Source: an optimization exercise on an open RTL-to-GDS flow (aim: small area and a short achievable clock period). Production flows keep margins and buffers that such runs may drop. Only simulation tests tie the RTL to the original design; equivalence was not proved. Power and IR drop assume default switching activity.

Setup of try-umber:
Design can_fd_rx, start of the top module:
module can_fd_rx (
    input  wire        clk,
    input  wire        rst,
    input  wire        fd_en,
    input  wire        pex_en,
    input  wire        rx_valid,
    input  wire        rx_bit,
    output reg         ev_hdr,
    output wire [28:0] hdr_ident,
    output reg         hdr_ide,
    output reg         hdr_rtr,
    output reg         hdr_fdf,
    output reg         hdr_brs,
    output reg         hdr_esi,
    output reg  [3:0]  hdr_dlc,
    output reg  [6:0]  hdr_len,
    output reg         ev_word,
    output wire [3:0]  word_idx,
    output wire [31:0] word_data,
    output reg         ev_ack,
    output reg         ev_valid,
    output reg         ev_end,
    output reg         ev_eofdom,
    output reg         ev_pex,
    output reg         ev_err,
    output wire [3:0]  err_kind,
    output wire [4:0]  err_field
);
Size: roughly 780 cells after synthesis, roughly 150 flip-flops, roughly 7200 sq um of cells after synthesis.
export LEC_CHECK = 0
export ABC_CLOCK_PERIOD_IN_PS = 2000
export CAP_MARGIN = 20
export CORE_MARGIN = 2
export CORE_UTILIZATION = 40
export PLACE_DENSITY = 0.6
export SETUP_SLACK_MARGIN = 2.85
export SLEW_MARGIN = 20
create_clock -name core_clock -period 5.0 [get_ports {clk}]
run.sh (not shown) runs the stock make flow with config.mk's settings and CLKGATE_MAP_FILE= SYNTH_SCRIPT=/design/flow/synth_recipe.tcl, a recipe that flattens the netlist after the stock synthesis.
No stage failed in try-umber, and the final checks on the layout all came back clean.
## Diff of input files: try-indigo against try-umber
# try-umber
export LEC_CHECK = 0
export ABC_CLOCK_PERIOD_IN_PS = 2000
export CAP_MARGIN = 20
export CORE_MARGIN = 2
export CORE_UTILIZATION = 40
export PLACE_DENSITY = 0.6
export SETUP_SLACK_MARGIN = 2.85
export SLEW_MARGIN = 20
create_clock -name core_clock -period 5.0 [get_ports {clk}]
# try-indigo
export LEC_CHECK = 0
export ABC_CLOCK_PERIOD_IN_PS = 2000
export CAP_MARGIN = 20
export CORE_MARGIN = 2
export CORE_UTILIZATION = 60
export PLACE_DENSITY = 0.75
export SETUP_SLACK_MARGIN = 3.0
export SLEW_MARGIN = 20
create_clock -name core_clock -period 5.0 [get_ports {clk}]
==> comparison <==
- try-indigo finished all stages; the layout is clean.
- Of the two values seen for end point of the critical path, fresh$_SDFFE_PP1P_ was produced by try-indigo and ev_valid$_SDFF_PP0_ by try-umber.
- Re met3 track demand over resource: try-umber was lower than try-indigo.
- try-indigo vs try-umber on routed wire length: try-indigo is the higher one.
- try-indigo against try-umber: wire length of the first global-routing pass went up about 1.7%, via count went up about 10%, sequential power held, floorplan die height went down about 18%, flip-flop and latch share of the layout cell area held.
- On minimum clock period, try-umber loses to try-indigo.
- Area: try-indigo vs try-umber -> try-indigo larger
- There was hardly any difference in final total negative setup slack between try-umber and try-indigo.
- Overall die width, try-indigo and try-umber: lower on try-indigo
Changes in try-quartz relative to try-indigo:
# try-indigo
export LEC_CHECK = 0
export ABC_CLOCK_PERIOD_IN_PS = 2000
export CAP_MARGIN = 20
export CORE_MARGIN = 2
export CORE_UTILIZATION = 60
export PLACE_DENSITY = 0.75
export SETUP_SLACK_MARGIN = 3.0
export SLEW_MARGIN = 20
create_clock -name core_clock -period 5.0 [get_ports {clk}]
# try-quartz
export LEC_CHECK = 0
export ABC_AREA = 1
export CAP_MARGIN = 20
export CORE_MARGIN = 2
export CORE_UTILIZATION = 40
export PLACE_DENSITY = 0.6
export SETUP_SLACK_MARGIN = 3.0
export SLEW_MARGIN = 20
create_clock -name core_clock -period 5.0 [get_ports {clk}]
==> flow/flow/run.sh (new file) <==
#!/bin/bash
# Standard layout, with the port buffers made from the smallest buffer
# (sky130_fd_sc_hd__buf_1) instead of the resizer's default choice. Timing
# repair still resizes any of them that is on a critical path.
set -euo pipefail
export BUFFER_PORTS_ARGS="-buffer_cell sky130_fd_sc_hd__buf_1"
bash standard.sh > standard.log 2>&1
==> flow/standard.sh (new file) <==
#!/bin/bash
# synth_recipe.tcl (not shown) runs the flow's synth.tcl, then flattens the netlist and writes it again
# the make line also repeats each setting of config.mk as NAME=value (left out here)
make -C /OpenROAD-flow-scripts/flow DESIGN_CONFIG=/design/flow/config.mk WORK_HOME=/design/flow/orfs CLKGATE_MAP_FILE= SYNTH_SCRIPT=/design/flow/synth_recipe.tcl "${@:-finish}"
removed: flow/run.sh
Findings:
The number of cells produced by synthesis number comes out higher for try-quartz vs try-indigo.
Looking at global-route met2 utilization across try-quartz and try-indigo, the one that comes out higher is try-indigo.
Relative to try-indigo, multi-input combinational cell count increased by 7.1% in try-quartz.
Of try-quartz and try-indigo, the run reporting the lower clock buffer and inverter area fraction after layout was try-quartz.
try-indigo → try-quartz: post-route clock period utilization lost 3.4 points; buffer count excluding the clock tree in the final layout fell by about 30%.
Changes observed in try-quartz relative to try-indigo: clock share of power saw an increase; post-route core utilization saw a decrease.
try-quartz vs try-indigo: count of buffer and inverter cells on the critical path up in try-quartz
Edits applied to the flow inputs when going from try-quartz to try-maple:
# try-quartz
export LEC_CHECK = 0
export ABC_AREA = 1
export CAP_MARGIN = 20
export CORE_MARGIN = 2
export CORE_UTILIZATION = 40
export PLACE_DENSITY = 0.6
export SETUP_SLACK_MARGIN = 3.0
export SLEW_MARGIN = 20
create_clock -name core_clock -period 5.0 [get_ports {clk}]
# try-maple
export LEC_CHECK = 0
export ABC_CLOCK_PERIOD_IN_PS = 2000
export CAP_MARGIN = 20
export CORE_MARGIN = 2
export CORE_UTILIZATION = 40
export PLACE_DENSITY = 0.6
export SETUP_SLACK_MARGIN = 2.6
export SLEW_MARGIN = 20
create_clock -name core_clock -period 5.0 [get_ports {clk}]
==> flow/run.sh (new file) <==
#!/bin/bash
# synth_recipe.tcl (not shown) runs the flow's synth.tcl, then flattens the netlist and writes it again
# the make line also repeats each setting of config.mk as NAME=value (left out here)
make -C /OpenROAD-flow-scripts/flow DESIGN_CONFIG=/design/flow/config.mk WORK_HOME=/design/flow/orfs CLKGATE_MAP_FILE= SYNTH_SCRIPT=/design/flow/synth_recipe.tcl finish
removed: flow/flow/run.sh
removed: flow/standard.sh
==> notes.md <==
Of try-quartz and try-maple, the lower cell area after synthesis belongs to try-quartz. try-maple ended up with hdr_esi$_SDFFE_PP0P_ as its startpoint of the worst setup timing path; try-quartz ended up with hdr_fdf$_DFFE_PP_. The number of nets in the final layout reported for try-maple is smaller than that of try-quartz by 118. Overall power of the completed layout for try-maple is higher than for try-quartz.
Input-level comparison between try-tundra and try-maple:
# try-maple
export LEC_CHECK = 0
export ABC_CLOCK_PERIOD_IN_PS = 2000
export CAP_MARGIN = 20
export CORE_MARGIN = 2
export CORE_UTILIZATION = 40
export PLACE_DENSITY = 0.6
export SETUP_SLACK_MARGIN = 2.6
export SLEW_MARGIN = 20
create_clock -name core_clock -period 5.0 [get_ports {clk}]
# try-tundra
export LEC_CHECK = 0
export ABC_AREA = 1
export CAP_MARGIN = 20
export CORE_MARGIN = 2
export CORE_UTILIZATION = 40
export PLACE_DENSITY = 0.6
export SETUP_SLACK_MARGIN = 3.3
export SLEW_MARGIN = 20
create_clock -name core_clock -period 5.0 [get_ports {clk}]
Findings:
NOTE: initial detailed-routing violation count in try-tundra exceeds that of try-maple
The register clock-pin slew on the reported worst setup and hold paths on try-maple is in line with that on try-tundra.
Row number of nets produced by synthesis: try-tundra higher / try-maple lower
Against try-maple as the reference, try-tundra delivers a higher overall routed net length.
Cell count of the worst reg-to-reg path, try-maple and try-tundra, higher one = try-tundra.
try-tundra reports a higher total power than try-maple does.
try-tundra against try-maple: layout net count rose by 197; number of standard cells in the layout, taps in and fillers out higher; wire length of the first global-routing pass higher.
Changes in try-zinc relative to try-tundra:
# try-tundra
export LEC_CHECK = 0
export ABC_AREA = 1
export CAP_MARGIN = 20
export CORE_MARGIN = 2
export CORE_UTILIZATION = 40
export PLACE_DENSITY = 0.6
export SETUP_SLACK_MARGIN = 3.3
export SLEW_MARGIN = 20
create_clock -name core_clock -period 5.0 [get_ports {clk}]
# try-zinc
export LEC_CHECK = 0
export ABC_AREA = 1
export CAP_MARGIN = 20
export CORE_MARGIN = 2
export CORE_UTILIZATION = 40
export CTS_BUF_LIST = sky130_fd_sc_hd__clkbuf_8
export CTS_CLUSTER_SIZE = 30
export PLACE_DENSITY = 0.6
export SETUP_SLACK_MARGIN = 3.0
export SLEW_MARGIN = 20
create_clock -name core_clock -period 5.0 [get_ports {clk}]
Findings:
Sequential share of layout area was higher in the run labelled try-zinc.
Against try-tundra, try-zinc reports a highest net fanout along the worst path that is lower.
Against try-tundra, try-zinc comes in 229 lower on number of global-route vias before repair.
[compare] base=try-tundra new=try-zinc: utilization fell 6.4 points; final standard cell area without fillers fell 11%; weighted congestion reported at the end of routability-driven placement fell 2.7%; areal power density over the cells rose 2.0 nW/um^2; via count fell 189.
try-zinc vs. try-tundra: filler cell count went up by 118.

[re-timing with driven ports]
No port has a modelled driver above. Below, the same layouts with a new extraction and two added sets of constraints.
Step 1: set_driving_cell puts a clkbuf_16 on clk and a buf_2 on each other input, an assumption about the parent block.
Step 2 also shifts input and output timing later by t, the mid clock arrival at the registers, as if the neighbouring blocks saw the same clock.
a / b / c = ideal / step 1 / step 2; a / b = the first two.
| run | t (ns) | slack for setup (ns) | worst setup path after step 2 | latest minus earliest clock arrival (ns) | worst slew at a driven data input, ns |
|---|---|---|---|---|---|
| try-umber | 0.463 | 2.789 / 2.797 / 2.334 | input to register | 0.010 / 0.010 | 0.05 |
| try-indigo | 0.468 | 2.802 / 2.802 / 2.802 | register to register | 0.007 / 0.007 | 0.04 |
| try-quartz | 0.457 | 2.970 / 2.927 / 2.990 | register to register | 0.012 / 0.012 | 0.04 |
| try-maple | 0.465 | 2.630 / 2.584 / 2.392 | input to register | 0.012 / 0.011 | 0.05 |
| try-tundra | 0.471 | 2.977 / 2.933 / 3.068 | register to register | 0.015 / 0.015 | 0.03 |
| try-zinc | 0.491 | 2.885 / 2.846 / 2.609 | input to register | 0.012 / 0.013 | 0.03 |
After both steps every run listed still meets setup and hold. For try-umber, which loses most, drivers alone change the setup slack by +0.008 ns; drivers and shift together by -0.455 ns.
